Context: an optimization exercise on an open-source flow, tuned for small area, a short achievable clock period and few clock cycles per item. The choices shown serve that exercise and are no tape-out recipe. Where RTL was checked, it was by simulation tests only, not by an equivalence proof against the original. Power is estimated from default activity; no workload was simulated.

== harbor ==
// zlc_tilechk
module zlc_tilechk (
    input  wire         clk,
    input  wire         rst,          
    input  wire [15:0]  cfg_lenm1,    
    input  wire         in_valid,
    output wire         in_ready,
    input  wire [255:0] in_data,      
    input  wire         in_first,
    input  wire         in_last,
    output wire         res_valid,
    output wire [2:0]   res_check,    
    output wire [31:0]  res_crc       
);
    assign in_ready = 1'b1;
    reg         v_q;                  
    reg         last_q, first_q;
    reg         hdr_q;                
    reg         hold_q;               
    reg  [31:0] y_q;                  
    reg  [31:0] field_q;              
    reg         poison_q;             
    reg         ok_a_q, bounds_q, big_q, nnz0_q;
    reg  [13:0] nm1_q, nnzm1_q;
    reg  [6:0]  lx_q, hx_q;
    reg  [1:0]  kv_q;
    reg  [6:0]  pum1_q;
    reg  [2:0]  hfail_q;              
    reg  [7:0]  rem_q;                
    wire        hdr_now = v_q ? last_q : hold_q;
    wire        take    = in_valid && !rst;
    wire        after_hdr = hdr_q && !hdr_now;
    wire [31:0] s_in = hdr_now ? 32'hFFFF_FFFF :
                       hdr_q   ? field_q : y_q;
    wire [31:0] u_in = after_hdr ? y_q : 32'd0;
    wire [31:0] y_n;
    tc_crc_step u_crc (
        .s (s_in),
        .d (in_data),
        .u (u_in),
        .y (y_n)
    );
    wire        ok_a, bounds_ok, big, nnz0;
    wire [13:0] nm1, nnzm1;
    wire [6:0]  lx, hx;
    wire [1:0]  kv;
    tc_header_a u_hdr_a (
        .hdr (in_data), .lenm1 (cfg_lenm1),
        .ok_a (ok_a), .bounds_ok (bounds_ok), .nm1 (nm1), .big (big),
        .kv (kv), .lx (lx), .hx (hx), .nnzm1 (nnzm1), .nnz0 (nnz0)
    );
    always @(posedge clk) begin
        v_q      <= take;
        last_q   <= in_last;
        first_q  <= in_first;
        poison_q <= in_data[10];
        ok_a_q   <= ok_a;
        bounds_q <= bounds_ok;
        big_q    <= big;
        nm1_q    <= nm1;
        kv_q     <= kv;
        lx_q     <= lx;
        hx_q     <= hx;
        nnzm1_q  <= nnzm1;
  ...
For scale: ~3000 cells after synthesis, ~140 flip-flops, about 310 I/O pins, about 27000 sq um of cells after synthesis.
export LEC_CHECK = 0
export ABC_CLOCK_PERIOD_IN_PS = 30000
export CAP_MARGIN = 20
export CORE_MARGIN = 2
export CORE_UTILIZATION = 40
export SLEW_MARGIN = 20
export TNS_END_PERCENT = 5
create_clock -name core_clock -period 50.0 [get_ports {clk}]
standard.sh (not shown) runs the stock make flow with config.mk's settings and CLKGATE_MAP_FILE= SYNTH_SCRIPT=/design/flow/synth_recipe.tcl, a recipe that flattens the netlist after the stock synthesis.
==> flow/flow/run.sh <==
#!/bin/bash
# Standard layout, with the ports buffered by sky130_fd_sc_hd__buf_2
# instead of the buffer that buffer_ports picks by default, and ORFS's timing
# repair aiming at a setup slack of SETUP_SLACK_MARGIN ns at the design's period.
set -e
export BUFFER_PORTS_ARGS="-buffer_cell sky130_fd_sc_hd__buf_2"
export SETUP_SLACK_MARGIN=36.5
bash standard.sh > standard.log 2>&1
harbor: no failed stages, no open violations at the end
Testbench counts of harbor, summed over its fixed seeds: cycles 66,901, entries 66,893.
Setup changes, harbor to zinc
Settings: changing CORE_UTILIZATION from 40 to 50; removing TNS_END_PERCENT (formerly 5).
-- flow/flow/run.sh --
<<< harbor, line 5
set -e
export BUFFER_PORTS_ARGS="-buffer_cell sky130_fd_sc_hd__buf_2"
export SETUP_SLACK_MARGIN=36.5
bash standard.sh > standard.log 2>&1
>>> zinc, line 5
set -e
export BUFFER_PORTS_ARGS="-buffer_cell sky130_fd_sc_hd__buf_2"
export SETUP_SLACK_MARGIN=36.0
bash standard.sh > standard.log 2>&1
Results
The die height of zinc falls short of that of harbor by 27 microns.
Of harbor and zinc, the lower clock power belongs to harbor.
Status: total of endpoints with negative setup slack in the final report parity (zinc, harbor)
For the final cycle utilization of the critical path, zinc came in 0.31 points higher than harbor did.
Input-level comparison between pepper and zinc:
Settings: a change of CORE_UTILIZATION from 50 to 40.
-- flow/flow/run.sh --
<<< zinc, line 5
set -e
export BUFFER_PORTS_ARGS="-buffer_cell sky130_fd_sc_hd__buf_2"
export SETUP_SLACK_MARGIN=36.0
bash standard.sh > standard.log 2>&1
>>> pepper, line 5
set -e
export BUFFER_PORTS_ARGS="-buffer_cell sky130_fd_sc_hd__buf_2"
export SETUP_SLACK_MARGIN=36.3
bash standard.sh > standard.log 2>&1
--- outcome ---
Between pepper and zinc, it is pepper whose arrival time at the worst endpoint is lower, by 190 ps.
zinc → pepper: depth of the worst register-to-register path went down by 1, x dimension of the die went up by about 12%, clock share of power went down by 0.5 points.
Final area delta for pepper relative to zinc: 2.0% higher
Comparing zinc against pepper, there is no change at all in area of the mapped netlist.
The power per cell area reported for pepper is greater than that of zinc by 1.4 nW/um^2.
Compared with zinc, pepper shows weighted congestion reported at the end of routability-driven placement lower by about 12%.
On pepper: global-route met3 utilization is 11 points lower than what zinc gave.
zinc -> pepper: number of setup violations in the final report delta 0, exact match
sky130_fd_sc_hd__xnor2_1 as the cell with the biggest individual delay on the critical path was reported by zinc, and sky130_fd_sc_hd__xor2_1 by pepper.
Between zinc and pepper, DRC violation total after the first TritonRoute iteration decreased.
### pepper -> indigo
==> flow/flow/run.sh <==
#!/bin/bash
# Standard layout, with the ports buffered by sky130_fd_sc_hd__buf_1
# instead of the buffer that buffer_ports picks by default, and ORFS's timing
# repair aiming at a setup slack of SETUP_SLACK_MARGIN ns at the design's period.
set -e
export BUFFER_PORTS_ARGS="-buffer_cell sky130_fd_sc_hd__buf_1"
export SETUP_SLACK_MARGIN=36.0
bash standard.sh > standard.log 2>&1
Findings:
- On count of plain and timing-repair buffers in the layout, the higher figure sits with indigo, not pepper.
- Area growth from synthesis to layout: indigo vs pepper down 1.1 points
- pepper completed; timing, DRC and antenna clean
- indigo: flow completed, timing, DRC and antenna clean
- The run showing the smaller core utilization is indigo.
- Relative to pepper, the clock power measured on indigo has decreased by a few percent.
- [compare] base=pepper new=indigo: wire length increased by about 0.8% relative to the old numbers, total power of the final layout lost about 2.4%.
### indigo -> nickel
==> flow/flow/run.sh <==
#!/bin/bash
# Standard layout, with the ports buffered by sky130_fd_sc_hd__buf_2
# instead of the buffer that buffer_ports picks by default, and ORFS's timing
# repair aiming at a setup slack of SETUP_SLACK_MARGIN ns at the design's period.
set -e
export BUFFER_PORTS_ARGS="-buffer_cell sky130_fd_sc_hd__buf_2"
export SETUP_SLACK_MARGIN=36.0
bash standard.sh > standard.log 2>&1
[summary]
Looking at final weighted congestion in routability-driven placement, nickel sits about 1.6% above indigo.
[compare] base=indigo new=nickel: fmax increased by about 2.4% relative to the old numbers, worst voltage drop across the vdd grid went down by 8.7%.
Between nickel and indigo, it is nickel whose placement-stage worst setup slack is higher, by 290 ps.
nickel ended up with in_data[206] as its worst setup path startpoint; indigo ended up with in_data[192].

========
Another version of the RTL of zlc_tilechk (not shown whole).
Size: about 3000 cells after synthesis, about 310 I/O pins, roughly 27000 um2 of cells after synthesis.
// zlc_tilechk
module zlc_tilechk (
    input  wire         clk,
    input  wire         rst,          
    input  wire [15:0]  cfg_lenm1,    
    input  wire         in_valid,
    output wire         in_ready,
    input  wire [255:0] in_data,      
    input  wire         in_first,
    input  wire         in_last,
    output wire         res_valid,
    output wire [2:0]   res_check,    
    output wire [31:0]  res_crc       
);
export LEC_CHECK = 0
export ABC_CLOCK_PERIOD_IN_PS = 30000
export CAP_MARGIN = 20
export CORE_MARGIN = 2
export CORE_UTILIZATION = 40
export SLEW_MARGIN = 20
create_clock -name core_clock -period 50.0 [get_ports {clk}]
==> flow/flow/run.sh <==
#!/bin/bash
# Standard layout, with the ports buffered by sky130_fd_sc_hd__buf_2
# instead of the buffer that buffer_ports picks by default, and ORFS's timing
# repair aiming at a setup slack of SETUP_SLACK_MARGIN ns at the design's period.
set -e
export BUFFER_PORTS_ARGS="-buffer_cell sky130_fd_sc_hd__buf_2"
export SETUP_SLACK_MARGIN=36.0
bash standard.sh > standard.log 2>&1
Next try:
CORE_UTILIZATION = 60   (was 40)
Effect: The new run passed the timing, DRC and antenna checks; setup slack got worse by 0.15 ns; synthesized area stays the same; critical path depth came out lower by 7; via count climbs by a few percent; routed wire length goes down by roughly a tenth; non-clock buffer count decreases by 14; maximum frequency decreases slightly; total power drops by a few percent; clock-buffer cell count decreases by 3.
Function was not checked in any run of this note: the RTL went through the layout flow alone.

========
lane 4:
Another version of the RTL of zlc_tilechk (not shown whole).
Size: about 3000 cells after synthesis, roughly 140 flip-flops.
Settings: LEC_CHECK=0, ABC_CLOCK_PERIOD_IN_PS=30000, CAP_MARGIN=20, CORE_MARGIN=2, CORE_UTILIZATION=40, SLEW_MARGIN=20; clock period 50.0 ns.
==> flow/flow/run.sh <==
#!/bin/bash
# Standard layout, with the ports buffered by sky130_fd_sc_hd__buf_2
# instead of the buffer that buffer_ports picks by default.
set -e
export BUFFER_PORTS_ARGS="-buffer_cell sky130_fd_sc_hd__buf_2"
bash standard.sh > standard.log 2>&1
Here is what was changed in the inputs of lane 5 compared with lane 4.
==> flow/flow/run.sh <==
#!/bin/bash
# Standard layout, with the ports buffered by sky130_fd_sc_hd__buf_2 instead
# of the buffer that buffer_ports picks by default, and ORFS's timing repair
# aiming at a setup slack of SETUP_SLACK_MARGIN ns at the design's period.
set -e
export BUFFER_PORTS_ARGS="-buffer_cell sky130_fd_sc_hd__buf_2"
export SETUP_SLACK_MARGIN=37.5
bash standard.sh > standard.log 2>&1
Findings:
- The lower portion of total power attributed to the clock network of lane 5 and lane 4 is in lane 5.
- The lower clock period minus final worst setup slack came out of lane 5.
- Changes observed in lane 5 relative to lane 4: via count picked up an extra 1093; area fraction of clock buffers and clock inverters lost 0.36 points; overall power after layout picked up an extra 15%; wire length after detailed routing picked up an extra 0.81%.
- The post-synthesis to final-layout area growth in lane 5 sits 24 points above the value recorded for lane 4.
No functional check of the RTL was part of any run of this note.

-- separate check: timing with driven ports --
No port has a modelled driver above. Below, the same layouts with a new extraction and two added sets of constraints.
Step 1 sets driving cells, clkbuf_16 on the clock port and buf_2 on the other inputs (assumed; they add their load-dependent delay and slew).
Step 2 times the ports against the registers' clock, not the clock port: input delays grow and output delays shrink by t, the midpoint of the rising clock arrivals with the driver on.
a / b / c = no drivers / after step 1 / after step 2; a / b = the first two.
run | t, ns | setup slack, ns | worst hold slack (ns) | pins driven straight from the clock port
harbor | 0.499 | 36.138 / 36.173 / 35.674 | 0.548 / 0.548 / 0.548 | 1
zinc | 0.510 | 35.983 / 36.017 / 35.508 | 0.540 / 0.540 / 0.540 | 1
pepper | 0.480 | 36.160 / 36.180 / 35.700 | 0.524 / 0.524 / 0.524 | 1
indigo | 0.506 | 35.786 / 35.818 / 35.312 | 0.543 / 0.543 / 0.543 | 1
nickel | 0.499 | 36.119 / 36.148 / 35.649 | 0.560 / 0.560 / 0.560 | 1
the first run of note 2 | 0.548 | 36.173 / 36.215 / 35.667 | 0.579 / 0.579 / 0.579 | 1
the second run of note 2 | 0.486 | 36.024 / 36.051 / 35.565 | 0.579 / 0.579 / 0.579 | 1
lane 4 | 0.530 | 34.408 / 34.450 / 33.919 | 0.497 / 0.497 / 0.497 | 1
lane 5 | 0.522 | 35.549 / 35.566 / 35.044 | 0.504 / 0.504 / 0.504 | 1
After both steps setup and hold are still met in every run listed. For the first run of note 2, which loses most, drivers alone change the setup slack by +0.042 ns; drivers and shift together by -0.506 ns.
